This design comes from an exercise in tuning for small area, a short achievable clock period and few clock cycles per item on the open sky130 flow, not from production work. RTL that was checked went through simulation tests only; none was proved equivalent to the original. Function not checked in runs 1 to 4: the RTL went through the layout flow alone.

==> design/flow/design.v <==
module sc_mulx #(parameter integer K = 1) (
    input  wire [15:0] a,
    output reg  [15:0] y
);
    integer i;
    always @* begin
        y = a;
        if (K >= 0) begin
            for (i = 0; i < K; i = i + 1)
                y = {y[14:0], 1'b0} ^ (y[15] ? 16'h100B : 16'h0000);
        end else begin
            for (i = 0; i < -K; i = i + 1)
                y = {1'b0, y[15:1]} ^ (y[0] ? 16'h8805 : 16'h0000);
        end
    end
endmodule
module sc_nstep (
    input  wire [127:0] c,
    input  wire [15:0]  f,
    input  wire         nb,
    output wire [127:0] n
);
    assign n[15:0] = c[15:0] ^ f;
    genvar k;
    generate
        for (k = 1; k < 7; k = k + 1) begin : g_k
            wire [15:0] m;
            sc_mulx #(.K(k)) u_m (.a(c[16*k +: 16]), .y(m));
            assign n[16*k +: 16] = m ^ (nb ? c[16*(k-1) +: 16] : 16'h0000);
        end
    endgenerate
    sc_mulx #(.K(7)) u_m7 (.a(c[127:112] ^ (nb ? c[111:96] : 16'h0000)), .y(n[127:112]));
endmodule
module sc_encoder (
    input  wire         clk,
    input  wire         step,      
    input  wire         first,     
    input  wire [63:0]  sym4,
    output reg  [127:0] state
);
    wire [127:0] a0 = state;
    wire [127:0] a1, a2, a3, a4;
    wire [127:0] b1, b2, b3, b4;
    sc_nstep u_a1 (.c(a0), .f(16'h0000), .nb(1'b1), .n(a1));
    sc_nstep u_a2 (.c(a1), .f(16'h0000), .nb(1'b1), .n(a2));
    sc_nstep u_a3 (.c(a2), .f(16'h0000), .nb(1'b1), .n(a3));
    sc_nstep u_a4 (.c(a3), .f(16'h0000), .nb(1'b1), .n(a4));
    sc_nstep u_b1 (.c(128'd0), .f(sym4[15:0]),  .nb(1'b1), .n(b1));
    sc_nstep u_b2 (.c(b1),     .f(sym4[31:16]), .nb(1'b1), .n(b2));
    sc_nstep u_b3 (.c(b2),     .f(sym4[47:32]), .nb(1'b1), .n(b3));
    sc_nstep u_b4 (.c(b3),     .f(sym4[63:48]), .nb(1'b1), .n(b4));
    always @(posedge clk)
        if (step)
            state <= (first ? 128'd0 : a4) ^ b4;
endmodule
module sc_syndrome (
    input  wire         clk,
    input  wire         load,       
    input  wire [127:0] din,
    input  wire         pad,        
    input  wire [15:0]  sym,
    input  wire         conv,       
    input  wire [5:0]   act,
    input  wire         eval,       
    output reg  [127:0] p,
    output wire [15:0]  sum         
);
    wire [127:0] ps;
    sc_nstep u_ps (.c(p), .f(pad ? sym : 16'h0000), .nb(pad), .n(ps));
    wire [127:0] pc;
    genvar i;
    generate
        for (i = 0; i < 8; i = i + 1) begin : g_c
            wire [15:0] up = (i < 7) ? p[16*(i+1) +: 16] : 16'h0000;
            wire [15:0] xa, za, ya;
            sc_mulx #(.K(1))     u_x (.a(p[16*i +: 16]), .y(xa));
            assign za = xa ^ up;
            sc_mulx #(.K(5 - i)) u_y (.a(za), .y(ya));
            if (i < 6) begin : g_in
                wire [15:0] yi;
                sc_mulx #(.K(-(i + 1))) u_i (.a(p[16*i +: 16]), .y(yi));
                assign pc[16*i +: 16] = act[i] ? ya : yi;
            end else begin : g_act
                assign pc[16*i +: 16] = ya;
            end
        end
    endgenerate
    assign sum = p[15:0] ^ p[31:16] ^ p[47:32] ^ p[63:48] ^
                 p[79:64] ^ p[95:80] ^ p[111:96] ^ p[127:112];
    always @(posedge clk) begin
        if (load)
            p <= din;
        else if (conv)
            p <= pc;
        else
            p <= ps;
    end
endmodule
module sector_check (
    input  wire         clk,
    input  wire         rst,
    input  wire         in_valid,
    output wire         in_ready,
    input  wire [63:0]  in_data,
    input  wire         in_mode,
    output reg          out_valid,
    input  wire         out_ready,
    output reg  [127:0] out_data,
    output reg          out_zero
);
    reg  [5:0] bc;         
    reg        tmode;      
    reg        efull;      
    reg        irdy;
    reg        first_r;    
    reg        msg_r;      
    reg        b32_r, b33_r, b34_r;
    reg  [4:0] fc;         
    reg        fmode;      
    reg        free_r;     
    reg        pad_r, conv_r, eval_r, copy_r, fin_r;
    reg        hand_r;     
    reg  [5:0] act_r;
    assign in_ready = irdy;
    wire in_fire  = in_valid && irdy;
    wire cur_mode = first_r ? in_mode : tmode;
    wire last     = b34_r || (b32_r && !cur_mode);
    wire handoff  = hand_r;
    wire [127:0] est;
    sc_encoder u_eng (
        .clk(clk), .step(in_fire && msg_r), .first(first_r),
        .sym4(in_data), .state(est)
    );
    wire [127:0] p;
    wire [15:0]  s;
    sc_syndrome u_fin (
        .clk(clk), .load(handoff), .din(est),
        .pad(pad_r), .sym(fmode ? out_data[15:0] : 16'h0000),
        .conv(conv_r), .act(act_r), .eval(eval_r),
        .p(p), .sum(s)
    );
    wire [63:0] rev_in = {in_data[15:0], in_data[31:16], in_data[47:32], in_data[63:48]};
    wire [5:0] bc_n    = in_fire ? (last ? 6'd0 : bc + 6'd1) : bc;
    wire       efull_n = (efull && !handoff) || (in_fire && b32_r);
    wire [4:0] fc_n    = handoff ? 5'd1 :
                         (fc == 5'd0 || fin_r) ? 5'd0 : fc + 5'd1;
    wire       fmode_n = handoff ? tmode : fmode;
    wire       ov_n    = fin_r || (out_valid && !out_ready);
    wire       free_n  = (fc_n == 5'd0) && !ov_n;
    wire       hand_n  = efull_n && !handoff &&
                         (tmode ? (in_fire && b34_r) : free_n);
    always @(posedge clk) begin
        if (rst) begin
            bc        <= 6'd0;
            efull     <= 1'b0;
            irdy      <= 1'b1;
            fc        <= 5'd0;
            out_valid <= 1'b0;
            free_r    <= 1'b1;
            hand_r    <= 1'b0;
            first_r   <= 1'b1;
            msg_r     <= 1'b1;
            b32_r     <= 1'b0;
            b33_r     <= 1'b0;
            b34_r     <= 1'b0;
            pad_r     <= 1'b0;
            conv_r    <= 1'b0;
            eval_r    <= 1'b0;
            copy_r    <= 1'b0;
            fin_r     <= 1'b0;
        end else begin
            bc        <= bc_n;
            efull     <= efull_n;
            irdy      <= !efull_n || free_n;
            fc        <= fc_n;
            out_valid <= ov_n;
            free_r    <= free_n;
            hand_r    <= hand_n;
            first_r   <= (bc_n == 6'd0);
            msg_r     <= (bc_n < 6'd33);
            b32_r     <= (bc_n == 6'd32);
            b33_r     <= (bc_n == 6'd33);
            b34_r     <= (bc_n == 6'd34);
            pad_r     <= (fc_n != 5'd0) && (fc_n <= 5'd8);
            conv_r    <= (fc_n >= 5'd9) && (fc_n <= 5'd15);
            eval_r    <= fmode_n && (fc_n >= 5'd16);
            copy_r    <= !fmode_n && (fc_n == 5'd16);
            fin_r     <= (!fmode_n && fc_n == 5'd16) || (fc_n == 5'd23);
        end
    end
    integer i;
    always @(posedge clk) begin
        if (in_fire && first_r)
            tmode <= in_mode;
        fmode <= fmode_n;
        for (i = 0; i < 6; i = i + 1)
            act_r[i] <= (fc_n >= 5'd15 - i);
    end
    always @(posedge clk) begin
        if (in_fire && b33_r)
            out_data[127:64] <= rev_in;
        else if (in_fire && b34_r)
            out_data[63:0] <= rev_in;
        else if (copy_r)
            out_data <= p;
        else if ((pad_r && fmode) || eval_r)
            out_data <= {s, out_data[127:16]};
    end
    always @(posedge clk) begin
        if (copy_r)
            out_zero <= (p == 128'd0);
        else if (eval_r)
            out_zero <= (fc == 5'd16 || out_zero) && (s == 16'h0000);
    end
endmodule
==> design/flow/run.sh <==
#!/bin/bash
# synth_recipe.tcl (not shown) runs the flow's synth.tcl, then flattens the netlist and writes it again
# the make line also repeats each setting of config.mk as NAME=value (left out here)
make -C /OpenROAD-flow-scripts/flow DESIGN_CONFIG=/design/flow/config.mk WORK_HOME=/design/flow/orfs CLKGATE_MAP_FILE= SYNTH_SCRIPT=/design/flow/synth_recipe.tcl finish
==> design/flow/config.mk <==
export PLATFORM = sky130hd
export DESIGN_NAME = sector_check
export DESIGN_NICKNAME = sector_check
export VERILOG_FILES = /design/flow/design.v
export SDC_FILE = /design/flow/constraint.sdc
export NUM_CORES = 4
export LEC_CHECK = 0
export CAP_MARGIN = 20
export CORE_MARGIN = 2
export CORE_UTILIZATION = 40
export SETUP_SLACK_MARGIN = 5
export SLEW_MARGIN = 20
==> design/flow/constraint.sdc <==
create_clock -name core_clock -period 10.0 [get_ports {clk}]
set_input_delay 2.0000 -clock core_clock [delete_from_list [all_inputs] [get_ports {clk}]]
set_output_delay 2.0000 -clock core_clock [all_outputs]
set_load 0.01 [all_outputs]
==> results.ini, run 1 <==
[run_status]
run_status = timing/DRC/antenna clean

[detailed_routing]
final_routed_wirelength_um = 136000
antenna_left = 0
routed-via-count = 26500
drtIter0Drc = 3471
detail_route.drc_violations = 0
drt_pass_1_iters = 6
detail_route.vias_per_cell = 5.54
avgRoutedWirePerCell_um = 28.4

[global_routing]
global_route_wire_length_before_repair_um = 190000
grt_pass1_vias = 24900
gr-total-overflow = 0
grt_usage = 0.298
antenna_violations_before_repair = 2
grt_max_degree = 106

[die]
die-area_um2 = 88100
core.rowCount = 107
chipHeight_um = 297
coreArea_um2 = 85100
starting_density_of_the_core = 0.403
chipWidth_um = 297
io_pins = 200

[timing]
setup_repair_after_global_routing_missed_its_margin = false
worst-slew-pin-transition_ps = 1300
final_min_period_over_clock_period = 0.428
least_setup_slack_across_all_paths_after_layout_ps = 5720
setup_tns_ps = 0
fin_skew_ps = 55.8
drv_slew = 0
hold_viol_final = 0
fmaxAchievable_ghz = 0.233
timing.final.setup_violations = 0
finalCriticalPeriod_ps = 4280
timing.max_slew.rel_slack = 0.127

[critical_path]
r2r_slack_ps = 5720
timing_worst_setup_path_type = flip-flop to flip-flop
crit_required_ps = 10370
start_kind = flip-flop
reg2reg_depth = 8
critPathCaptureType = flip-flop
worst_path_arrival_time_ps = 4650
r2r_end = u_eng.state[115]
critPathMaxFanout = 6
worstReg2RegStart = u_eng.state[95]

[clocking]
cts_made_buffers = 50
clock-sinks = 418
cts.clk_slew.worst_paths_ps = 60
clock_tree.root_cell = clkbuf_16
setup_buffers_after_cts = 0
cts_tree = built
htreeDepth = 2
clock_insertion_delay_worst_skew_ps = 650
cts_resizes = 0
ctsHoldBuffers = 0
ctsLongestPathBuffers = 3

[synthesis]
yosys_warnings = 17
synthCells = 3608
synthFlopType = edfxtp_1
postSynthNetCount = 3695
ys_seq_area_frac = 0.319
ys_async_sr_fraction = 0
cell_area_after_technology_mapping_um2 = 34300
synth.ff_latch_count = 418
synth_edf_count = 258
synth.distinct_cells = 54
synthesized_area_per_cell_um2 = 9.51

[flow_run]
max_cap_viol_count = 0

[place]
dpl-instance-area_um2 = 37000
numPortBuffers = 199
place_congestion = 0.985
dp_hpwl_um = 104000
placed_cells = 4688
dp_slack_ps = 5110

[cells_and_area]
layout_common_cells = xnor2_1 (981), nand2_1 (452), xor2_1 (334), o21ai_0 (309), edfxtp_1 (258)
fin_util = 0.453
final_common_cell = xnor2_1
final_nets = 3683
drive_above_1_share = 0.0588
flow.area_growth_from_synthesis_pct = 12.4
final-instance-count-excl-fill = 4784
stdcell_area_um2 = 38600

[hold_path]
hold_path_class = flip-flop to flip-flop
hold_path_startpoint = out_valid
min_delay_worst_endpoint = out_valid
hold_depth = 2

-- state kept, by name, summed over array words and instances (netlist names), 5 cells and up --
| register | count |
|---|---|
| bc | 6 |
| u_eng.state | 128 |
| u_fin.p | 128 |
| act_r | 6 |
| fc | 5 |
| out_data | 128 |
-- worst max-delay path: stages, from the launching register on --
cell	delay, ps
edfxtp_1	560
xnor2_2	600
xor3_1	500
xnor2_4	370
xnor3_2	480
xor2_2	250
xnor3_1	540
xnor3_1	410
mux2_2	320
-- metrics by stage --
step / hold slack, ps
after floorplan: 468
after global placement: 494
after detailed placement: 498
after CTS: 523
after global routing: 552
final: 516
-- area by class of cell --
| class | count | area [um2] |
|---|---|---|
| multi-input cells | 2829 | 22000 |
| clock buffers | 68 | 1340 |
| repair buffers | 258 | 2430 |
| flip-flops and latches | 418 | 11000 |
| inverters | 39 | 146 |
| diodes | 2 | 5.00 |
| clock inverters | 26 | 228 |
| fillers | 8362 | 46600 |
| well taps | 1144 | 1430 |
-- layer usage --
layer  vias to the layer above  part of all wire  track usage
met5                         -          0.000059            0
met4                         2             0.041        0.111
met3                       256              0.12       0.0798
met2                      1560              0.43        0.446
met1                     12900              0.41        0.411
li1                      11800                 -            -
-- how the worst max path moves through the flow --
stage / end / from / cells after the start
5_1_grt: u_eng.state[115] / u_eng.state[95] / 8
2_1_floorplan: out_data[0] / in_valid / 6
4_1_cts: u_eng.state[115] / u_eng.state[95] / 8
3_3_place_gp: u_eng.state[13] / in_valid / 3
6_report: u_eng.state[115] / u_eng.state[95] / 8
3_5_place_dp: u_eng.state[19] / in_data[15] / 6
-- synth_stat cells (8+ instances only) --
cell | instances | area, um2
xnor3_2 | 9 | 214
xnor2_1 | 982 | 8600
nand2_1 | 452 | 1700
nor2b_1 | 20 | 125
nand3_1 | 9 | 45.0
o211ai_1 | 60 | 450
clkbuf_1 | 273 | 1020
dfxtp_1 | 160 | 3200
o21ai_0 | 309 | 1550
nor4_1 | 26 | 163
xnor3_1 | 85 | 1910
nor4b_1 | 8 | 70.1
xor3_1 | 13 | 309
nor2_1 | 175 | 657
mux2_2 | 37 | 417
a21oi_1 | 60 | 300
xor2_1 | 334 | 2930
mux2i_1 | 149 | 1490
ha_1 | 18 | 225
buf_1 | 39 | 146
inv_1 | 38 | 143
xnor2_2 | 9 | 146
edfxtp_1 | 258 | 7750
-- kinds of logic (layout without fill, tap and decap cells) --
| kind of cell | Yosys count | in the layout | synth area share |
|---|---|---|---|
| buffers and inverters | 361 | 391 | 0.0403 |
| muxes | 186 | 186 | 0.0556 |
| AOI/OAI and AO/OA | 449 | 449 | 0.0715 |
| other | 0 | 2 | 0 |
| adders and majority gates | 18 | 18 | 0.00656 |
| and+or+nand+nor | 734 | 734 | 0.0886 |
| xor gates and xnor gates | 1442 | 1442 | 0.418 |
| DFF | 418 | 418 | 0.319 |
==> run 2, diff against run 1 <==
==> design/flow/flow/run.sh (new file) <==
#!/bin/bash
set -euo pipefail
bash standard.sh finish SETUP_SLACK_MARGIN=7 > orfs_flow.log 2>&1
==> design/flow/standard.sh (new file) <==
#!/bin/bash
# synth_recipe.tcl (not shown) runs the flow's synth.tcl, then flattens the netlist and writes it again
# the make line also repeats each setting of config.mk as NAME=value (left out here)
make -C /OpenROAD-flow-scripts/flow DESIGN_CONFIG=/design/flow/config.mk WORK_HOME=/design/flow/orfs CLKGATE_MAP_FILE= SYNTH_SCRIPT=/design/flow/synth_recipe.tcl "${@:-finish}"
removed: design/flow/run.sh
==> run 2 against run 1 <==
Critical path depth rose by 1. Maximum frequency grew 20%. Non-clock buffer count is 335 higher. Clock skew is 0.64 ps higher. Final cell count increased by 7.2%. Critical path type unchanged.
==> results.ini, run 2 <==
[synthesis]
synthCells = 3608  ; unchanged
synth_compound_area_frac = 0.0715  ; unchanged
synth.ff_latch_count = 418  ; unchanged
ys_seq_area_frac = 0.319  ; unchanged
area_share_of_fa_ha_maj_cells_after_synthesis = 0.00656  ; unchanged
synthesized_area_per_cell_um2 = 9.51  ; unchanged
synth_edf_count = 258  ; unchanged
share_of_the_synthesized_area_in_the_top_cell_type = 0.251  ; unchanged
synthFlopType = edfxtp_1
synth.top_cells.by_area = xnor2_1 (25%), edfxtp_1 (23%), dfxtp_1 (9.3%), xor2_1 (8.5%), xnor3_1 (5.6%)
synth_common_cells = xnor2_1 (982), nand2_1 (452), xor2_1 (334)
synth_most_common_cell = xnor2_1
synth_top_family_by_area = XOR/XNOR gates
synth_top_cell_by_area = xnor2_1
synth_xor_area_frac = 0.418  ; unchanged
synth-simple-area-share = 0.0886  ; unchanged
yosys_warnings = 17  ; unchanged
cell_area_after_technology_mapping_um2 = 34300  ; unchanged
synth.distinct_cells = 54  ; unchanged
synth_mux_area_frac = 0.0556  ; unchanged
ys_async_sr_fraction = 0  ; unchanged
postSynthNetCount = 3695  ; unchanged

[critical_path]
max_stage_delay_ps = 510  ; -90 ps
critPathMaxFanout = 4  ; -2
crit_required_ps = 10360  ; about the same
worst_path_arrival_time_ps = 3920  ; -730 ps
critPathCaptureType = flip-flop
timing_worst_setup_path_type = flip-flop to flip-flop
critical_path.cell_chain = buf_6 -> xnor2_4 -> xnor3_2 -> xnor2_2 -> xnor3_2 -> xnor3_2 -> xnor3_2 -> nor2b_1 -> mux2_2
worst_path_most_repeated_cell = xnor3_2
timing.critical_path.slowest_stage_cell = edfxtp_1
start_kind = flip-flop

[cells_and_area]
final_common_cell = xnor2_1
flow.area_growth_from_synthesis_pct = 27.7
filler_cell_count = 7701  ; -7.9%
layout_common_cells = xnor2_1 (814), nand2_1 (451), buf_4 (319), o21ai_0 (309), xor2_1 (283)
layout_top_registers = out_data: 128 flops, u_eng.state: 128 flops, u_fin.p: 128 flops
drive_above_1_share = 0.251  ; +0.192
final_nets = 4022  ; +9.2%

[timing]
fmaxAchievable_ghz = 0.281  ; +20%
timing.final.setup_violations = 0  ; unchanged
worst-slew-pin-transition_ps = 1200  ; -94.5 ps
least_setup_slack_across_all_paths_after_layout_ps = 6440  ; +726 ps
setup_repair_after_global_routing_missed_its_margin = true
fin_skew_ps = 56.4  ; +0.642 ps
finalCriticalPeriod_ps = 3560  ; -726 ps
setup_tns_ps = 0  ; unchanged
hold_viol_final = 0  ; unchanged
drv_slew = 0  ; unchanged
timing.max_slew.rel_slack = 0.191  ; +0.0637
final_min_period_over_clock_period = 0.356  ; -0.0726

[clocking]
htreeDepth = 2  ; unchanged
ctsLongestPathBuffers = 3  ; unchanged
clock-sinks = 418  ; unchanged
cts_made_buffers = 49  ; -2.0%
cts_tree = built
clock_insertion_delay_worst_skew_ps = 640  ; about the same
clock_tree.root_cell = clkbuf_16
cts.clk_slew.worst_paths_ps = 70  ; about the same

[die]
chipHeight_um = 297  ; unchanged
starting_density_of_the_core = 0.403  ; unchanged
io_pins = 200  ; unchanged
chipWidth_um = 297  ; unchanged
coreArea_um2 = 85100  ; unchanged
core.rowCount = 107  ; unchanged
die-area_um2 = 88100  ; unchanged

[global_routing]
grt_usage = 0.321  ; +0.0231
grt_pass1_vias = 26400  ; +5.9%
gr-total-overflow = 0  ; unchanged
antenna_violations_before_repair = 8  ; +6
global_route_wire_length_before_repair_um = 203000  ; +6.8%
grt_max_degree = 196  ; +85%

[detailed_routing]
avgRoutedWirePerCell_um = 29.3  ; +2.9%
drtIter0Drc = 3774  ; +8.7%
detail_route.drc_violations = 0  ; unchanged
drt_pass_1_iters = 7  ; +1
routed-via-count = 28700  ; +8.3%
detail_route.vias_per_cell = 5.60  ; +1.0%
antenna_left = 0  ; unchanged
final_routed_wirelength_um = 150000  ; +10%

[place]
place_congestion = 0.979  ; -0.65%
numPortBuffers = 199  ; unchanged
dp_slack_ps = 4930  ; -183 ps
dp_hpwl_um = 106000  ; +2.4%

[flow_run]
max_cap_viol_count = 0  ; unchanged

[hold_path]
hold_path_class = flip-flop to flip-flop

[run_status]
run_status = timing/DRC/antenna clean

[run 2: cell count changes in the layout (fill, tap and decap cells not counted), moves of 43 or more]
cell,previous run,this run
xnor3_1,85,42
buf_4,59,319
buf_2,0,114
xor2_1,334,283
buf_6,0,71
xnor2_4,5,65
clkdlybuf4s50_1,199,24
xnor2_1,981,814
xnor2_2,10,117
xnor3_2,9,52
[run 2: kinds of logic (layout without fill, tap and decap cells)]
family | Yosys count | count (layout)
and+or+nand+nor | 734 | 739
muxes | 186 | 186
DFF | 418 | 418
AOI/OAI and AO/OA | 449 | 449
xor gates and xnor gates | 1442 | 1442
adders and majority gates | 18 | 18
buffers and inverters | 361 | 723
other | 0 | 8
[run 2: final timing paths]
kind              slack [ps]             start  cells past startpoint                to
setup / recovery        6440  u_eng.state[108]                      9  u_eng.state[115]
hold / removal           530         out_valid                      2         out_valid
setup reg to reg        6440  u_eng.state[108]                      9  u_eng.state[115]
hold reg to reg          530         out_valid                      2         out_valid
[run 2: critical path: cells and delay by family, from the launching register on]
family                 cells  cell delay, ps
XOR/XNOR                   6            2180
multiplexers               1             280
buffers and inverters      1             190
flip-flops                 1             510
AND/OR/NAND/NOR            1             150
[run 2: cell type report]
class	instances	area, um2	area share
Inverter	39	146	0.00334
Sequential cell	418	11000	0.250
Clock buffer	60	1310	0.0298
Timing Repair Buffer	593	4890	0.112
Clock inverter	31	329	0.00751
Multi-Input combinational cell	2834	24700	0.564
Tap cell	1144	1430	0.0327
Antenna cell	8	20.0	0.000457
[run 2: routing by layer]
| layer | vias up | GRT usage | wire length (um) |
|---|---|---|---|
| met5 | - | 0.0124 | 153 |
| met4 | 3 | 0.132 | 7470 |
| met3 | 331 | 0.102 | 18100 |
| met2 | 1775 | 0.475 | 65200 |
| met1 | 14100 | 0.432 | 59000 |
| li1 | 12500 | - | - |
[run 2: stage by stage]
stage	instances	utilization	hold slack, ps	area (um2)
after floorplan	3608	-	468	35300
after global placement	4689	0.443	511	37700
after detailed placement	4689	0.443	516	37700
after CTS	5002	0.492	541	41900
after global routing	5119	0.514	563	43800
final	5127	0.515	529	43800
[run 2: what timing repair did]
action,CTS,global route
pin swaps,95,69
gates cloned,5,1
setup endpoints to repair,643,372
gates resized for setup,852,175
hold buffers,0,0
setup buffers,217,116
==> run 3, diff against run 2 <==
--- a/design/flow/design.v
+++ b/design/flow/design.v
@@ -39,5 +39,5 @@
     output reg  [127:0] state
 );
-    wire [127:0] a0 = state;
+    wire [127:0] a0 = first ? 128'd0 : state;
     wire [127:0] a1, a2, a3, a4;
     wire [127:0] b1, b2, b3, b4;
@@ -52,5 +52,5 @@
     always @(posedge clk)
         if (step)
-            state <= (first ? 128'd0 : a4) ^ b4;
+            state <= a4 ^ b4;
 endmodule
 module sc_syndrome (
@@ -120,5 +120,4 @@
     reg        free_r;     
     reg        pad_r, conv_r, eval_r, copy_r, fin_r;
-    reg        hand_r;     
     reg  [5:0] act_r;
     assign in_ready = irdy;
@@ -126,5 +125,5 @@
     wire cur_mode = first_r ? in_mode : tmode;
     wire last     = b34_r || (b32_r && !cur_mode);
-    wire handoff  = hand_r;
+    wire handoff  = efull && free_r && (!tmode || (in_fire && b34_r));
     wire [127:0] est;
     sc_encoder u_eng (
@@ -148,6 +147,4 @@
     wire       ov_n    = fin_r || (out_valid && !out_ready);
     wire       free_n  = (fc_n == 5'd0) && !ov_n;
-    wire       hand_n  = efull_n && !handoff &&
-                         (tmode ? (in_fire && b34_r) : free_n);
     always @(posedge clk) begin
         if (rst) begin
@@ -158,5 +155,4 @@
             out_valid <= 1'b0;
             free_r    <= 1'b1;
-            hand_r    <= 1'b0;
             first_r   <= 1'b1;
             msg_r     <= 1'b1;
@@ -176,5 +172,4 @@
             out_valid <= ov_n;
             free_r    <= free_n;
-            hand_r    <= hand_n;
             first_r   <= (bc_n == 6'd0);
             msg_r     <= (bc_n < 6'd33);
==> design/flow/run.sh (new file) <==
#!/bin/bash
# synth_recipe.tcl (not shown) runs the flow's synth.tcl, then flattens the netlist and writes it again
# the make line also repeats each setting of config.mk as NAME=value (left out here)
make -C /OpenROAD-flow-scripts/flow DESIGN_CONFIG=/design/flow/config.mk WORK_HOME=/design/flow/orfs CLKGATE_MAP_FILE= SYNTH_SCRIPT=/design/flow/synth_recipe.tcl finish
removed: design/flow/flow/run.sh
removed: design/flow/standard.sh
==> run 3 against run 2 <==
Sequential cell count stayed put. Maximum frequency is 23% lower. Final cell count is 7.5% lower. Die area is 2.4% lower. Global-route usage is 1.1 points lower. Count of clock-buffer cells in the layout is 8 higher. Utilization is 6.4 points lower. Critical path type is now primary input to flip-flop. Largest cell class unchanged.
==> results.ini, run 3 <==
[die]
core.rowCount = 106  ; -0.93%
chipWidth_um = 293  ; -1.2%
coreArea_um2 = 83300  ; -2.2%
die-area_um2 = 86000  ; -2.4%
starting_density_of_the_core = 0.402  ; -0.00101
io_pins = 200  ; unchanged
chipHeight_um = 293  ; -1.2%

[critical_path]
start_kind = primary input
timing_worst_setup_path_type = primary input to flip-flop
critPathMaxFanout = 97  ; +93
critPathCaptureType = flip-flop
worst_path_arrival_time_ps = 5130  ; +1210 ps
crit_required_ps = 10480  ; +120 ps

[clocking]
setup_buffers_after_cts = 0  ; -100%
ctsLongestPathBuffers = 3  ; unchanged
cts_resizes = 0  ; -100%
htreeDepth = 2  ; unchanged
clock_insertion_delay_worst_skew_ps = 660  ; +20 ps
cts_tree = built
clock-sinks = 418  ; unchanged
ctsHoldBuffers = 0  ; unchanged
cts_made_buffers = 51  ; +4.1%
clock_tree.root_cell = clkbuf_16
cts.clk_slew.worst_paths_ps = 70  ; about the same

[place]
dp_hpwl_um = 104000  ; -2.0%
numPortBuffers = 199  ; unchanged
dpl-instance-area_um2 = 35800  ; -4.9%
place_congestion = 0.970  ; -0.92%

[detailed_routing]
detail_route.wirelength.met1_um = 55500  ; -5.9%
antenna_left = 0  ; unchanged
final_routed_wirelength_um = 137000  ; -8.9%
detail_route.drc_violations = 0  ; unchanged
route.met3.wl_um = 17000  ; -6.2%
drt_pass_1_iters = 5  ; -2
drtIter0Drc = 3487  ; -7.6%
routed-via-count = 26800  ; -6.5%
routed-wl-met2_um = 58200  ; -11%
avgRoutedWirePerCell_um = 28.8  ; -1.5%
topRoutingLayerUsed = met5
detail_route.vias_per_cell = 5.66  ; +1.1%

[hold_path]
hold_path_class = flip-flop to flip-flop

[synthesis]
yosys_warnings = 17  ; unchanged
synth_common_cells = xnor2_1 (921), nand2_1 (434), xor2_1 (366)
synth.ff_latch_count = 418  ; unchanged
synthFlopType = edfxtp_1
ys_seq_area_frac = 0.327  ; +0.00793
synth_top_cell_by_area = xnor2_1
synth_edf_count = 258  ; unchanged
share_of_the_synthesized_area_in_the_top_cell_type = 0.241  ; -0.00973
postSynthNetCount = 3728  ; +0.89%
synth.distinct_cells = 57  ; +5.6%
synthesized_area_per_cell_um2 = 9.19  ; -3.3%
cell_area_after_technology_mapping_um2 = 33500  ; -2.4%
synth.top_cells.by_area = xnor2_1 (24%), edfxtp_1 (23%), xor2_1 (9.6%), dfxtp_1 (9.6%), nand2_1 (4.9%)
synth_most_common_cell = xnor2_1
ys_async_sr_fraction = 0  ; unchanged
synthCells = 3641  ; +0.91%

[timing]
hold_viol_final = 0  ; unchanged
fin_skew_ps = 74.6  ; +18.2 ps
worst-slew-pin-transition_ps = 1100  ; -102 ps
final_min_period_over_clock_period = 0.465  ; +0.109
drv_slew = 0  ; unchanged
finalCriticalPeriod_ps = 4650  ; +1090 ps
timing.max_slew.rel_slack = 0.266  ; +0.0752
setup_tns_ps = 0  ; unchanged
setup_repair_after_global_routing_missed_its_margin = false
fmaxAchievable_ghz = 0.215  ; -23%
timing.final.setup_violations = 0  ; unchanged

[cells_and_area]
flow.area_growth_from_synthesis_pct = 12.2
final_nets = 3701  ; -8.0%
filler_cell_count = 8103  ; +5.2%
drive_above_1_share = 0.0470  ; -0.204
final_common_cell = xnor2_1
layout_top_registers = out_data: 128 flops, u_eng.state: 128 flops, u_fin.p: 128 flops
layout_common_cells = xnor2_1 (921), nand2_1 (434), xor2_1 (366), o21ai_0 (295), nor2_1 (283)
stdcell_area_um2 = 37500  ; -14%

[flow_run]
max_cap_viol_count = 0  ; unchanged

[global_routing]
grt_usage = 0.311  ; -0.0108
antenna_violations_before_repair = 8  ; unchanged
global_route_wire_length_before_repair_um = 190000  ; -6.1%
grt_max_degree = 120  ; -39%
grt_pass1_vias = 25200  ; -4.4%
gr-total-overflow = 0  ; unchanged

[run_status]
run_status = timing/DRC/antenna clean

[run 3: changes by cell type after synthesis, sizes merged, moves of 29 or more]
| cell | delta |
|---|---|
| clkbuf | -31 |
| mux2 | -35 |
| xor2 | +29 |
| nor2 | +118 |
| a21oi | +83 |
| xnor3 | -39 |
| xnor2 | -53 |
[run 3: cells by family (layout without fill, tap and decap cells)]
family | after synthesis | after routing | synth area share
buf+inv | 340 | 356 | 0.0410
flops | 418 | 418 | 0.327
simple gates | 844 | 844 | 0.106
compound gates | 491 | 491 | 0.0774
other cells | 0 | 5 | 0
fa+ha+maj | 18 | 18 | 0.00673
xor+xnor | 1378 | 1378 | 0.396
mux | 152 | 152 | 0.0455
[run 3: final cells by class]
class / instances / area [um2] / area share
multi-input cells: 2883 / 21200 / 0.565
diodes: 5 / 12.5 / 0.000333
repair buffers: 226 / 2200 / 0.0586
well taps: 1080 / 1350 / 0.0360
flip-flops and latches: 418 / 11000 / 0.292
inverters: 34 / 128 / 0.00340
clock inverters: 28 / 282 / 0.00750
clock buffers: 68 / 1400 / 0.0372
[run 3: final timing paths]
path,slack (ps),cells past startpoint,from,end
setup / recovery,5350,8,in_valid,u_fin.p[123]
hold / removal,550,1,eval_r,out_zero
setup reg to reg,5420,9,first_r,u_eng.state[115]
hold reg to reg,550,1,eval_r,out_zero
[run 3: routing by layer]
layer | global-route usage | vias up
met4 | 0.123 | 10
met1 | 0.426 | 13100
met3 | 0.0876 | 264
met2 | 0.460 | 1620
li1 | - | 11900
met5 | 0 | -
[run 3: through the flow]
step	setup WS [ps]	hold WS (ps)	util	std cells
after detailed placement	4850	508	0.430	4641
after floorplan	5210	445	-	3641
final	5350	545	0.451	4742
after CTS	5480	545	0.451	4737
after global routing	5200	566	0.451	4737
after global placement	4890	498	0.430	4641
[run 3: critical path, cell delays in order]
cell	delay (ps)
clkdlybuf4s50_1	700
and2_1	260
nand2_1	180
a21oi_4	280
buf_4	510
buf_4	820
a211oi_1	80
a21o_1	200
==> run 4, diff against run 3 <==
--- a/design/flow/config.mk
+++ b/design/flow/config.mk
@@ -6,4 +6,5 @@
 export NUM_CORES = 4
 export LEC_CHECK = 0
+export ABC_CLOCK_PERIOD_IN_PS = 2500
 export CAP_MARGIN = 20
 export CORE_MARGIN = 2
==> run 4 against run 3 <==
Count of clock-buffer cells in the layout stayed put. Utilization unchanged. Wire length is the same. Register-to-register slack is essentially flat. Area after synthesis unchanged. Die area did not move. Synthesized cell count stayed put. Non-clock buffer count stayed put. Sequential cell count is the same.
==> results.ini, run 4 <==
[cells_and_area]
layout_top_registers = out_data: 128 flops, u_eng.state: 128 flops, u_fin.p: 128 flops
final_nets = 3701  ; unchanged
filler_cell_count = 8103  ; unchanged
stdcell_area_um2 = 37500  ; unchanged
flow.area_growth_from_synthesis_pct = 12.2  ; unchanged
register_area_um2 = 11000  ; unchanged
drive_above_1_share = 0.0470  ; unchanged
multi_input_area_um2 = 21200  ; unchanged
layout_common_cells = xnor2_1 (921), nand2_1 (434), xor2_1 (366), o21ai_0 (295), nor2_1 (283)
final_common_cell = xnor2_1

[critical_path]
crit_path_start = in_valid
timing.critical_path.slowest_stage_cell = buf_4
worstReg2RegStart = first_r
r2r_end = u_eng.state[115]
start_kind = primary input
timing_worst_setup_path_type = primary input to flip-flop
critPathMaxFanout = 97  ; unchanged
worst_path_most_repeated_cell = buf_4
max_stage_delay_ps = 820  ; about the same
cp-endpoint = u_fin.p[123]
critPathCaptureType = flip-flop
crit_required_ps = 10480  ; about the same
reg2reg_depth = 9  ; unchanged
r2r_slack_ps = 5420  ; about the same
worst_path_arrival_time_ps = 5130  ; about the same
critical_path.cell_chain = clkdlybuf4s50_1 -> and2_1 -> nand2_1 -> a21oi_4 -> buf_4 -> buf_4 -> a211oi_1 -> a21o_1

[clocking]
cts_tree = built
ctsLongestPathBuffers = 3  ; unchanged
cts_made_buffers = 51  ; unchanged
setup_buffers_after_cts = 0  ; unchanged
clock_tree.root_cell = clkbuf_16
clock_insertion_delay_worst_skew_ps = 660  ; about the same
htreeDepth = 2  ; unchanged
cts.clk_slew.worst_paths_ps = 70  ; about the same
clock-sinks = 418  ; unchanged
ctsHoldBuffers = 0  ; unchanged
cts_resizes = 0  ; unchanged

[run_status]
run_status = timing/DRC/antenna clean

[synthesis]
cell_area_after_technology_mapping_um2 = 33500  ; unchanged
synth_common_cells = xnor2_1 (921), nand2_1 (434), xor2_1 (366)
synth.distinct_cells = 57  ; unchanged
synth.top_cells.by_area = xnor2_1 (24%), edfxtp_1 (23%), xor2_1 (9.6%), dfxtp_1 (9.6%), nand2_1 (4.9%)
synth.ff_latch_count = 418  ; unchanged
synthCells = 3641  ; unchanged
yosys_warnings = 17  ; unchanged
ys_seq_area_frac = 0.327  ; unchanged
postSynthNetCount = 3728  ; unchanged
synthFlopType = edfxtp_1
synth_top_cell_by_area = xnor2_1
ys_async_sr_fraction = 0  ; unchanged
share_of_the_synthesized_area_in_the_top_cell_type = 0.241  ; unchanged
synthesized_area_per_cell_um2 = 9.19  ; unchanged
synth_edf_count = 258  ; unchanged
synth_most_common_cell = xnor2_1

[timing]
fmaxAchievable_ghz = 0.215  ; unchanged
setup_tns_ps = 0  ; unchanged
worst-slew-pin-transition_ps = 1100  ; unchanged
timing.max_slew.rel_slack = 0.266  ; unchanged
drv_slew = 0  ; unchanged
final_min_period_over_clock_period = 0.465  ; unchanged
finalCriticalPeriod_ps = 4650  ; unchanged
hold_viol_final = 0  ; unchanged
timing.final.setup_violations = 0  ; unchanged
setup_repair_after_global_routing_missed_its_margin = false
fin_skew_ps = 74.6  ; unchanged

[die]
core.rowCount = 106  ; unchanged
coreArea_um2 = 83300  ; unchanged
io_pins = 200  ; unchanged
chipHeight_um = 293  ; unchanged
starting_density_of_the_core = 0.402  ; unchanged
die-area_um2 = 86000  ; unchanged
chipWidth_um = 293  ; unchanged

[detailed_routing]
detail_route.vias_per_cell = 5.66  ; unchanged
routed-wl-met2_um = 58200  ; unchanged
topRoutingLayerUsed = met5
detail_route.wirelength.met1_um = 55500  ; unchanged
drtIter0Drc = 3487  ; unchanged
detail_route.drc_violations = 0  ; unchanged
final_routed_wirelength_um = 137000  ; unchanged
routed-via-count = 26800  ; unchanged
route.met3.wl_um = 17000  ; unchanged
antenna_left = 0  ; unchanged
avgRoutedWirePerCell_um = 28.8  ; unchanged
drt_pass_1_iters = 5  ; unchanged

[global_routing]
grt_usage = 0.311  ; unchanged
global_route_wire_length_before_repair_um = 190000  ; unchanged
grt_pass1_vias = 25200  ; unchanged
gr-total-overflow = 0  ; unchanged
antenna_violations_before_repair = 8  ; unchanged
grt_max_degree = 120  ; unchanged

[place]
numPortBuffers = 199  ; unchanged
dp_hpwl_um = 104000  ; unchanged
dpl-instance-area_um2 = 35800  ; unchanged
place_congestion = 0.970  ; unchanged

[hold_path]
hold_path_class = flip-flop to flip-flop

[flow_run]
max_cap_viol_count = 0  ; unchanged

## run 4: cell counts after synthesis
Identical to the previous run, type by type.
## run 4: final cells by class
cell class,count,share of cell area
Timing Repair Buffer,226,0.0586
Antenna cell,5,0.000333
Sequential cell,418,0.292
Inverter,34,0.00340
Clock buffer,68,0.0372
Multi-Input combinational cell,2883,0.565
Tap cell,1080,0.0360
Clock inverter,28,0.00750
## run 4: logic make-up (layout without fill, tap and decap cells)
kind of cell / count (synthesis) / after routing / share of synthesized area
other cells: 0 / 5 / 0
buf+inv: 340 / 356 / 0.0410
mux: 152 / 152 / 0.0455
fa+ha+maj: 18 / 18 / 0.00673
xor+xnor: 1378 / 1378 / 0.396
flops: 418 / 418 / 0.327
simple gates: 844 / 844 / 0.106
compound gates: 491 / 491 / 0.0774
## run 4: worst min-delay path by stage
stage	startpoint	to	cells past startpoint
CTS	eval_r	out_zero	1
finish	eval_r	out_zero	1
detailed placement	eval_r	out_zero	1
global route	eval_r	out_zero	1
global placement	u_eng.state[100]	u_fin.p[100]	2
floorplan	u_eng.state[116]	u_fin.p[116]	2
## run 4: per-stage QoR
step	instances	util	hold WS (ps)	setup slack (ps)
2_1_floorplan	3641	-	445	5210
3_3_place_gp	4641	0.430	498	4890
3_5_place_dp	4641	0.430	508	4850
4_1_cts	4737	0.451	545	5480
5_1_grt	4737	0.451	566	5200
6_report	4742	0.451	545	5350
## run 4: per-layer routing
metal | up-vias | GRT usage
met2 | 1620 | 0.460
met1 | 13100 | 0.426
met3 | 264 | 0.0876
met4 | 10 | 0.123
li1 | 11900 | -
met5 | - | 0
## run 4: worst max-delay path: cells and delay by family
kind / cells / cell delay, ps
and+or+nand+nor: 2 / 440
buffers and inverters: 3 / 2030
AOI/OAI and AO/OA: 3 / 560
==> run 5, diff against run 4 <==
--- a/design/flow/design.v
+++ b/design/flow/design.v
@@ -15,5 +15,5 @@
     end
 endmodule
-module sc_nstep (
+module sc_nstep #(parameter SCALED7 = 1) (
     input  wire [127:0] c,
     input  wire [15:0]  f,
@@ -30,5 +30,13 @@
         end
     endgenerate
-    sc_mulx #(.K(7)) u_m7 (.a(c[127:112] ^ (nb ? c[111:96] : 16'h0000)), .y(n[127:112]));
+    generate
+        if (SCALED7) begin : g_s7
+            sc_mulx #(.K(7)) u_m7 (.a(c[127:112] ^ (nb ? c[111:96] : 16'h0000)), .y(n[127:112]));
+        end else begin : g_p7
+            wire [15:0] m7;
+            sc_mulx #(.K(7)) u_m7 (.a(c[127:112]), .y(m7));
+            assign n[127:112] = m7 ^ (nb ? c[111:96] : 16'h0000);
+        end
+    endgenerate
 endmodule
 module sc_encoder (
@@ -39,18 +47,18 @@
     output reg  [127:0] state
 );
-    wire [127:0] a0 = first ? 128'd0 : state;
+    wire [127:0] a0 = state;
     wire [127:0] a1, a2, a3, a4;
     wire [127:0] b1, b2, b3, b4;
-    sc_nstep u_a1 (.c(a0), .f(16'h0000), .nb(1'b1), .n(a1));
-    sc_nstep u_a2 (.c(a1), .f(16'h0000), .nb(1'b1), .n(a2));
-    sc_nstep u_a3 (.c(a2), .f(16'h0000), .nb(1'b1), .n(a3));
-    sc_nstep u_a4 (.c(a3), .f(16'h0000), .nb(1'b1), .n(a4));
-    sc_nstep u_b1 (.c(128'd0), .f(sym4[15:0]),  .nb(1'b1), .n(b1));
-    sc_nstep u_b2 (.c(b1),     .f(sym4[31:16]), .nb(1'b1), .n(b2));
-    sc_nstep u_b3 (.c(b2),     .f(sym4[47:32]), .nb(1'b1), .n(b3));
-    sc_nstep u_b4 (.c(b3),     .f(sym4[63:48]), .nb(1'b1), .n(b4));
+    sc_nstep #(.SCALED7(0)) u_a1 (.c(a0), .f(16'h0000), .nb(1'b1), .n(a1));
+    sc_nstep #(.SCALED7(0)) u_a2 (.c(a1), .f(16'h0000), .nb(1'b1), .n(a2));
+    sc_nstep #(.SCALED7(0)) u_a3 (.c(a2), .f(16'h0000), .nb(1'b1), .n(a3));
+    sc_nstep #(.SCALED7(0)) u_a4 (.c(a3), .f(16'h0000), .nb(1'b1), .n(a4));
+    sc_nstep #(.SCALED7(0)) u_b1 (.c(128'd0), .f(sym4[15:0]),  .nb(1'b1), .n(b1));
+    sc_nstep #(.SCALED7(0)) u_b2 (.c(b1),     .f(sym4[31:16]), .nb(1'b1), .n(b2));
+    sc_nstep #(.SCALED7(0)) u_b3 (.c(b2),     .f(sym4[47:32]), .nb(1'b1), .n(b3));
+    sc_nstep #(.SCALED7(0)) u_b4 (.c(b3),     .f(sym4[63:48]), .nb(1'b1), .n(b4));
     always @(posedge clk)
         if (step)
-            state <= a4 ^ b4;
+            state <= (first ? 128'd0 : a4) ^ b4;
 endmodule
 module sc_syndrome (
@@ -120,4 +128,5 @@
     reg        free_r;     
     reg        pad_r, conv_r, eval_r, copy_r, fin_r;
+    reg        hand_r;     
     reg  [5:0] act_r;
     assign in_ready = irdy;
@@ -125,5 +134,5 @@
     wire cur_mode = first_r ? in_mode : tmode;
     wire last     = b34_r || (b32_r && !cur_mode);
-    wire handoff  = efull && free_r && (!tmode || (in_fire && b34_r));
+    wire handoff  = hand_r;
     wire [127:0] est;
     sc_encoder u_eng (
@@ -131,8 +140,10 @@
         .sym4(in_data), .state(est)
     );
+    wire [15:0] e7;
+    sc_mulx #(.K(7)) u_e7 (.a(est[127:112]), .y(e7));
     wire [127:0] p;
     wire [15:0]  s;
     sc_syndrome u_fin (
-        .clk(clk), .load(handoff), .din(est),
+        .clk(clk), .load(handoff), .din({e7, est[111:0]}),
         .pad(pad_r), .sym(fmode ? out_data[15:0] : 16'h0000),
         .conv(conv_r), .act(act_r), .eval(eval_r),
@@ -147,4 +158,6 @@
     wire       ov_n    = fin_r || (out_valid && !out_ready);
     wire       free_n  = (fc_n == 5'd0) && !ov_n;
+    wire       hand_n  = efull_n && !handoff &&
+                         (tmode ? (in_fire && b34_r) : free_n);
     always @(posedge clk) begin
         if (rst) begin
@@ -155,4 +168,5 @@
             out_valid <= 1'b0;
             free_r    <= 1'b1;
+            hand_r    <= 1'b0;
             first_r   <= 1'b1;
             msg_r     <= 1'b1;
@@ -172,4 +186,5 @@
             out_valid <= ov_n;
             free_r    <= free_n;
+            hand_r    <= hand_n;
             first_r   <= (bc_n == 6'd0);
             msg_r     <= (bc_n < 6'd33);
==> design/flow/flow/run.sh (new file) <==
#!/bin/bash
set -euo pipefail
bash standard.sh finish SETUP_SLACK_MARGIN=7 > orfs_flow.log 2>&1
==> design/flow/standard.sh (new file) <==
#!/bin/bash
# synth_recipe.tcl (not shown) runs the flow's synth.tcl, then flattens the netlist and writes it again
# the make line also repeats each setting of config.mk as NAME=value (left out here)
make -C /OpenROAD-flow-scripts/flow DESIGN_CONFIG=/design/flow/config.mk WORK_HOME=/design/flow/orfs CLKGATE_MAP_FILE= SYNTH_SCRIPT=/design/flow/synth_recipe.tcl "${@:-finish}"
--- a/design/flow/config.mk
+++ b/design/flow/config.mk
@@ -6,5 +6,4 @@
 export NUM_CORES = 4
 export LEC_CHECK = 0
-export ABC_CLOCK_PERIOD_IN_PS = 2500
 export CAP_MARGIN = 20
 export CORE_MARGIN = 2
removed: design/flow/run.sh
==> run 5 against run 4 <==
Sequential cell count did not move. First-iteration DRC count up 20%. Count of clock-buffer cells in the layout decreased by 2. Utilization up 5.6 points. Hold slack got worse by 21 ps. Cell area increased by 17%. Clock skew decreased by 14 ps.
==> results.ini, run 5 <==
[global_routing]
grt.met1_usage = 0.445  ; +0.0187
global_route_wire_length_before_repair_um = 209000  ; +9.6%
groute.layer.met3.usage = 0.101  ; +0.0130
busiest_layer = met2
gr-total-overflow = 0  ; unchanged
antenna_violations_before_repair = 11  ; +3
grt_usage = 0.329  ; +0.0186
grt_pass1_vias = 26700  ; +5.9%
gr-usage-met2 = 0.495  ; +0.0346
grt_max_degree = 105  ; -13%

[synthesis]
share_of_the_synthesized_area_in_the_top_cell_type = 0.230  ; -0.0107
synthCells = 3583  ; -1.6%
synth.ff_latch_count = 418  ; unchanged
synth_most_common_cell = xnor2_1
ys_async_sr_fraction = 0  ; unchanged
cell_area_after_technology_mapping_um2 = 34900  ; +4.3%
synth_mux_area_frac = 0.0568  ; +0.0113
synthesized_area_per_cell_um2 = 9.75  ; +6.0%
synth_edf_count = 258  ; unchanged
synth_compound_area_frac = 0.0693  ; -0.00815
postSynthNetCount = 3670  ; -1.6%
yosys_warnings = 17  ; unchanged
synth_top_family_by_area = XOR/XNOR gates
ys_seq_area_frac = 0.314  ; -0.0135
synth_common_cells = xnor2_1 (918), nand2_1 (439), o21ai_0 (302)
synth_xor_area_frac = 0.425  ; +0.0285
area_share_of_fa_ha_maj_cells_after_synthesis = 0.00645  ; -0.000279
synth.top_cells.by_area = xnor2_1 (23%), edfxtp_1 (22%), dfxtp_1 (9.2%), xnor3_1 (7.9%), xor2_1 (7.2%)
synth.distinct_cells = 56  ; -1.8%
synth_top_cell_by_area = xnor2_1
synthFlopType = edfxtp_1
synth-simple-area-share = 0.0880  ; -0.0180

[die]
chipHeight_um = 299  ; +2.1%
coreArea_um2 = 86600  ; +4.0%
starting_density_of_the_core = 0.403  ; +0.00126
core.rowCount = 108  ; +1.9%
io_pins = 200  ; unchanged
die-area_um2 = 89700  ; +4.3%
chipWidth_um = 299  ; +2.1%

[critical_path]
reg2reg_depth = 9  ; unchanged
r2r_slack_ps = 6660  ; +1240 ps
worstReg2RegStart = u_eng.state[109]
critical_path.cell_chain = buf_2
cp_num_cells = 1  ; -7
start_kind = flip-flop
critPathMaxFanout = 2  ; -98%
max_stage_delay_ps = 530  ; -290 ps
crit_required_ps = 8000  ; -2480 ps
timing_worst_setup_path_type = flip-flop to output port
critPathTopFamily = flip-flops
cp-endpoint = out_data[72]
crit_path_start = out_data[72]
timing.critical_path.slowest_stage_cell = edfxtp_1
worstPathBufferInverterCount = 1  ; -2
worst_path_arrival_time_ps = 1370  ; -3760 ps
critPathCaptureType = output port
r2r_end = u_eng.state[115]

[detailed_routing]
drtIter0Drc = 4174  ; +20%
routed-via-count = 28900  ; +7.6%
detail_route.drc_violations = 0  ; unchanged
drt_pass_1_iters = 6  ; +1
avgRoutedWirePerCell_um = 30.2  ; +4.6%
detail_route.vias_per_cell = 5.68  ; +0.40%
final_routed_wirelength_um = 153000  ; +12%
antenna_left = 0  ; unchanged

[clocking]
cts_made_buffers = 51  ; unchanged
clock_tree.root_cell = clkbuf_16
ctsLongestPathBuffers = 3  ; unchanged
clock_insertion_delay_worst_skew_ps = 650  ; about the same
clock-sinks = 418  ; unchanged
htreeDepth = 2  ; unchanged
ctsHoldBuffers = 0  ; unchanged
cts.clk_slew.worst_paths_ps = 70  ; about the same
cts_tree = built

[timing]
worst_hold_slack_after_final_layout_ps = 524  ; -21.3 ps
final_min_period_over_clock_period = 0.337  ; -0.128
setup_repair_after_global_routing_missed_its_margin = true
timing.max_slew.rel_slack = 0.253  ; -0.0130
fmaxAchievable_ghz = 0.297  ; +38%
worst-slew-pin-transition_ps = 1120  ; +19.4 ps
hold_viol_final = 0  ; unchanged
finalCriticalPeriod_ps = 3370  ; -1280 ps
fin_skew_ps = 61.1  ; -13.5 ps
least_setup_slack_across_all_paths_after_layout_ps = 6630  ; +1280 ps
timing.final.setup_violations = 0  ; unchanged
setup_tns_ps = 0  ; unchanged
drv_slew = 0  ; unchanged

[flow_run]
max_cap_viol_count = 0  ; unchanged

[cells_and_area]
stdcell_area_um2 = 43900  ; +17%
final_common_cell = xnor2_1
layout_common_cells = xnor2_1 (792), nand2_1 (437), buf_4 (302), o21ai_0 (301), edfxtp_1 (258)
final_nets = 3967  ; +7.2%
drive_above_1_share = 0.245  ; +0.198
layout_top_registers = out_data: 128 flops, u_eng.state: 128 flops, u_fin.p: 128 flops
flow.area_growth_from_synthesis_pct = 25.7
final-instance-count-excl-fill = 5082  ; +7.2%

[place]
dpl-instance-area_um2 = 38200  ; +6.5%
place_congestion = 0.974  ; +0.48%
numPortBuffers = 199  ; unchanged
placed_cells = 4665  ; +0.52%
dp_hpwl_um = 108000  ; +3.9%
dp_slack_ps = 4710  ; -136 ps

[run_status]
run_status = timing/DRC/antenna clean

[hold_path]
hold_path_class = flip-flop to flip-flop

run 5: cell count changes after synthesis, moves of 10 or more:
cell	delta
xnor3_1	+74
a21oi_1	-67
nor2_1	-85
xor2_1	-78
xor3_1	+13
mux2_2	+35
and2_1	-10
clkbuf_1	+24
o211ai_1	+19
run 5: kinds of logic after synthesis:
family,after synthesis
AOI/OAI and AO/OA,448
adders and majority gates,18
DFF,418
buffers and inverters,366
and+or+nand+nor,745
muxes,193
xor gates and xnor gates,1395
run 5: worst min path at each step:
stage	from	cells after the start	slack, ps	end
after global placement	fmode	2	500	fmode
after detailed placement	fmode	2	500	fmode
after global routing	fmode	2	570	fmode
after floorplan	u_eng.state[115]	2	450	u_fin.p[122]
after CTS	fmode	2	520	fmode
final	fmode	2	520	fmode
run 5: what timing repair did:
item,4_1_cts,5_1_grt
buffers inserted,207,102
endpoints found under the setup margin,605,356
gates resized for setup,860,137
gates cloned,6,2
pin swaps,94,91
run 5: final cells by class:
type,count,area [um2]
Fill cell,7750,42700
Tap cell,1155,1450
Antenna cell,4,10.0
Clock buffer,66,1430
Timing Repair Buffer,567,4710
Clock inverter,30,325
Sequential cell,418,11000
Multi-Input combinational cell,2804,24800
Inverter,38,143
run 5: per-stage QoR:
step | utilization
6_report | 0.507
5_1_grt | 0.507
4_1_cts | 0.489
3_5_place_dp | 0.441
3_3_place_gp | 0.441
2_1_floorplan | -
run 5: metal layers:
layer  part of all wire  wire [um]  vias to the layer above
li1                   -          -                    12400
met1               0.39      59900                    14200
met2               0.44      67000                     1910
met3               0.13      19800                      375
met4              0.043       6570                        4
met5            0.00018         28                        -
run 5: worst register-to-register path, delay by kind of cell, from the launching register on:
kind                      cells  cell delay [ps]
muxes                         1              310
DFF                           1              500
xor gates and xnor gates      6             2010
buffers and inverters         2              310
Testbench counts of run 5, summed over its fixed seeds: cycles 11,038, items 320.
==> run 6, diff against run 5 <==
--- a/design/flow/design.v
+++ b/design/flow/design.v
@@ -51,5 +51,6 @@
     wire [127:0] b1, b2, b3, b4;
     sc_nstep #(.SCALED7(0)) u_a1 (.c(a0), .f(16'h0000), .nb(1'b1), .n(a1));
-    sc_nstep #(.SCALED7(0)) u_a2 (.c(a1), .f(16'h0000), .nb(1'b1), .n(a2));
+    wire [127:0] a1g = first ? 128'd0 : a1;
+    sc_nstep #(.SCALED7(0)) u_a2 (.c(a1g), .f(16'h0000), .nb(1'b1), .n(a2));
     sc_nstep #(.SCALED7(0)) u_a3 (.c(a2), .f(16'h0000), .nb(1'b1), .n(a3));
     sc_nstep #(.SCALED7(0)) u_a4 (.c(a3), .f(16'h0000), .nb(1'b1), .n(a4));
@@ -60,5 +61,5 @@
     always @(posedge clk)
         if (step)
-            state <= (first ? 128'd0 : a4) ^ b4;
+            state <= a4 ^ b4;
 endmodule
 module sc_syndrome (
==> run 6 against run 5 <==
Still clean. Final cell count is 0.16% lower. Global-route usage is 0.68 points lower. Wire length down 5.3%. Clock skew is 8.2 ps lower. Worst setup slack worse by 95 ps. Critical path depth unchanged. Sequential share of layout area grew 0.59 points. Critical path type unchanged.
==> results.ini, run 6 <==
[critical_path]
timing_worst_setup_path_type = flip-flop to output port
critPathTopFamily = flip-flops
reg2reg_depth = 11  ; +2
critical_path.cell_chain = buf_2
crit_required_ps = 8000  ; about the same
worstReg2RegStart = u_eng.state[111]
max_stage_delay_ps = 600  ; +70 ps
timing.critical_path.slowest_stage_cell = edfxtp_1
r2r_end = u_eng.state[124]
critPathCaptureType = output port
start_kind = flip-flop
worst_path_arrival_time_ps = 1470  ; +100 ps
critPathMaxFanout = 2  ; unchanged
worstPathBufferInverterCount = 1  ; unchanged
r2r_slack_ps = 6740  ; +80 ps

[die]
starting_density_of_the_core = 0.402  ; -0.00123
chipHeight_um = 296  ; -1.2%
die-area_um2 = 87500  ; -2.4%
core.rowCount = 107  ; -0.93%
io_pins = 200  ; unchanged
chipWidth_um = 296  ; -1.2%
coreArea_um2 = 84700  ; -2.2%

[global_routing]
grt_pass1_vias = 26400  ; -0.97%
antenna_violations_before_repair = 15  ; +4
grt_usage = 0.322  ; -0.00679
grt_max_degree = 89  ; -15%
global_route_wire_length_before_repair_um = 199000  ; -4.5%
gr-total-overflow = 0  ; unchanged

[detailed_routing]
routed-via-count = 28400  ; -1.6%
antenna_left = 0  ; unchanged
detail_route.vias_per_cell = 5.60  ; -1.4%
final_routed_wirelength_um = 145000  ; -5.3%
drtIter0Drc = 4046  ; -3.1%
avgRoutedWirePerCell_um = 28.6  ; -5.2%
detail_route.drc_violations = 0  ; unchanged
drt_pass_1_iters = 8  ; +2

[cells_and_area]
fin_util = 0.506  ; -0.000703
register_area_um2 = 11000  ; about the same
final_common_cell = xnor2_1
flow.area_growth_from_synthesis_pct = 25.9
stdcell_area_um2 = 42900  ; -2.3%
final-instance-count-excl-fill = 5074  ; -0.16%
filler_cell_count = 7695  ; -0.71%
drive_above_1_share = 0.234  ; -0.0108
layout_top_registers = out_data: 128 flops, u_eng.state: 128 flops, u_fin.p: 128 flops
multi_input_area_um2 = 24000  ; -3.5%
layout_common_cells = xnor2_1 (774), nand2_1 (438), xor2_1 (304), o21ai_0 (304), buf_4 (286)
final_nets = 3964  ; -0.076%

[synthesis]
synth_common_cells = xnor2_1 (901), nand2_1 (439), xor2_1 (344)
synth_edf_count = 258  ; unchanged
synthCells = 3585  ; +0.056%
synth_top_cell_by_area = xnor2_1
ys_async_sr_fraction = 0  ; unchanged
cell_area_after_technology_mapping_um2 = 34100  ; -2.5%
synth_most_common_cell = xnor2_1
yosys_warnings = 17  ; unchanged
postSynthNetCount = 3672  ; +0.054%
synthesized_area_per_cell_um2 = 9.50  ; -2.5%
synthFlopType = edfxtp_1
share_of_the_synthesized_area_in_the_top_cell_type = 0.232  ; +0.00144
synth.top_cells.by_area = xnor2_1 (23%), edfxtp_1 (23%), dfxtp_1 (9.4%), xor2_1 (8.8%), xnor3_1 (5.3%)
ys_seq_area_frac = 0.321  ; +0.00791
synth.distinct_cells = 56  ; unchanged
synth.ff_latch_count = 418  ; unchanged

[place]
dp_slack_ps = 5030  ; +316 ps
dpl-instance-area_um2 = 37100  ; -2.8%
dp_hpwl_um = 103000  ; -4.5%
numPortBuffers = 199  ; unchanged
placed_cells = 4661  ; -0.086%
place_congestion = 0.949  ; -2.7%

[hold_path]
hold_path_class = flip-flop to flip-flop
min_delay_worst_endpoint = copy_r
hold_depth = 1  ; -1
hold_path_startpoint = fmode

[timing]
setup_repair_after_global_routing_missed_its_margin = true
least_setup_slack_across_all_paths_after_layout_ps = 6530  ; -95.3 ps
hold_viol_final = 0  ; unchanged
finalCriticalPeriod_ps = 3470  ; +95.3 ps
worst-slew-pin-transition_ps = 1210  ; +92.6 ps
final_min_period_over_clock_period = 0.347  ; +0.00953
timing.final.setup_violations = 0  ; unchanged
drv_slew = 0  ; unchanged
fmaxAchievable_ghz = 0.288  ; -2.7%
timing.max_slew.rel_slack = 0.186  ; -0.0665
setup_tns_ps = 0  ; unchanged
fin_skew_ps = 52.9  ; -8.21 ps

[clocking]
htreeDepth = 2  ; unchanged
ctsLongestPathBuffers = 3  ; unchanged
cts.clk_slew.worst_paths_ps = 70  ; about the same
clock_insertion_delay_worst_skew_ps = 650  ; about the same
cts_made_buffers = 52  ; +2.0%
cts_tree = built
clock-sinks = 418  ; unchanged
clock_tree.root_cell = clkbuf_16

[run_status]
run_status = timing/DRC/antenna clean

[flow_run]
max_cap_viol_count = 0  ; unchanged

==> run 6: layout make-up <==
type / instances / area share
Clock inverter: 22 / 0.00765
Multi-Input combinational cell: 2824 / 0.559
Clock buffer: 75 / 0.0343
Sequential cell: 418 / 0.256
Timing Repair Buffer: 544 / 0.106
Tap cell: 1144 / 0.0334
Inverter: 37 / 0.00324
Antenna cell: 10 / 0.000584
==> run 6: how the worst max path moves through the flow <==
stage | startpoint | to | depth (start not counted) | slack [ps]
2_1_floorplan | in_valid | out_data[0] | 6 | 6010
3_3_place_gp | in_valid | u_eng.state[42] | 4 | 5070
3_5_place_dp | in_valid | u_eng.state[72] | 4 | 5030
4_1_cts | out_data[58] | out_data[58] | 1 | 6580
5_1_grt | out_data[58] | out_data[58] | 1 | 6560
6_report | out_data[58] | out_data[58] | 1 | 6530
==> run 6: cell families after synthesis <==
group | Yosys count | share of synthesized area
xor gates and xnor gates | 1376 | 0.405
buffers and inverters | 346 | 0.0406
and+or+nand+nor | 784 | 0.0966
muxes | 192 | 0.0582
DFF | 418 | 0.321
adders and majority gates | 18 | 0.00661
AOI/OAI and AO/OA | 451 | 0.0714
==> run 6: through the flow <==
step,hold WS (ps)
global route,471
CTS,449
detailed placement,441
global placement,448
finish,454
floorplan,409
==> run 6: layer usage <==
layer,vias to the layer above,part of all wire,GRT usage,wire length (um)
met5,-,0.00063,0,92
met4,6,0.047,0.122,6780
met3,377,0.13,0.0981,18700
met2,1870,0.42,0.471,61400
met1,13800,0.40,0.445,58200
li1,12300,-,-,-
==> run 6: timing repair <==
action,in CTS,in global routing
setup buffers,200,98
resized for setup,844,163
hold buffers,0,0
setup endpoints to repair,610,383
pin swaps,81,62
gates cloned,7,0
==> run 6: worst reg2reg max path: cells and delay by family, from the launching register on <==
| family | cells | cell delay [ps] |
|---|---|---|
| flip-flops | 1 | 410 |
| AND/OR/NAND/NOR | 1 | 190 |
| buffers and inverters | 3 | 470 |
| XOR/XNOR | 7 | 1940 |
Testbench counts of run 6, summed over its fixed seeds: cycles 11,038, items 320.

-- static timing again, ports no longer ideal --
The results above use ideal ports. As a check the final layouts listed here were re-extracted and re-timed, cells and wires unchanged. Step 1: set_driving_cell puts a clkbuf_16 on clk and a buf_2 on each other input, an assumption about the parent block. Step 2 times the ports against the registers' clock, not the clock port: input delays grow and output delays shrink by t, the midpoint of the rising clock arrivals with the driver on. a / b / c = no drivers / after step 1 / after step 2; a / b = the first two.
run | shift t [ns] | setup slack, ns | worst setup path after step 2 | cell pins on the clock port's net
run 1 | 0.684 | 5.715 / 5.715 / 5.176 | input to register | 1
run 2 | 0.678 | 6.441 / 6.441 / 6.306 | input to register | 1
run 3 | 0.685 | 5.350 / 5.374 / 4.688 | input to register | 1
run 4 | 0.685 | 5.350 / 5.374 / 4.688 | input to register | 1
run 5 | 0.688 | 6.628 / 6.561 / 6.329 | input to register | 1
run 6 | 0.694 | 6.532 / 6.464 / 6.270 | input to register | 1
After both steps setup and hold are still met in every run listed.
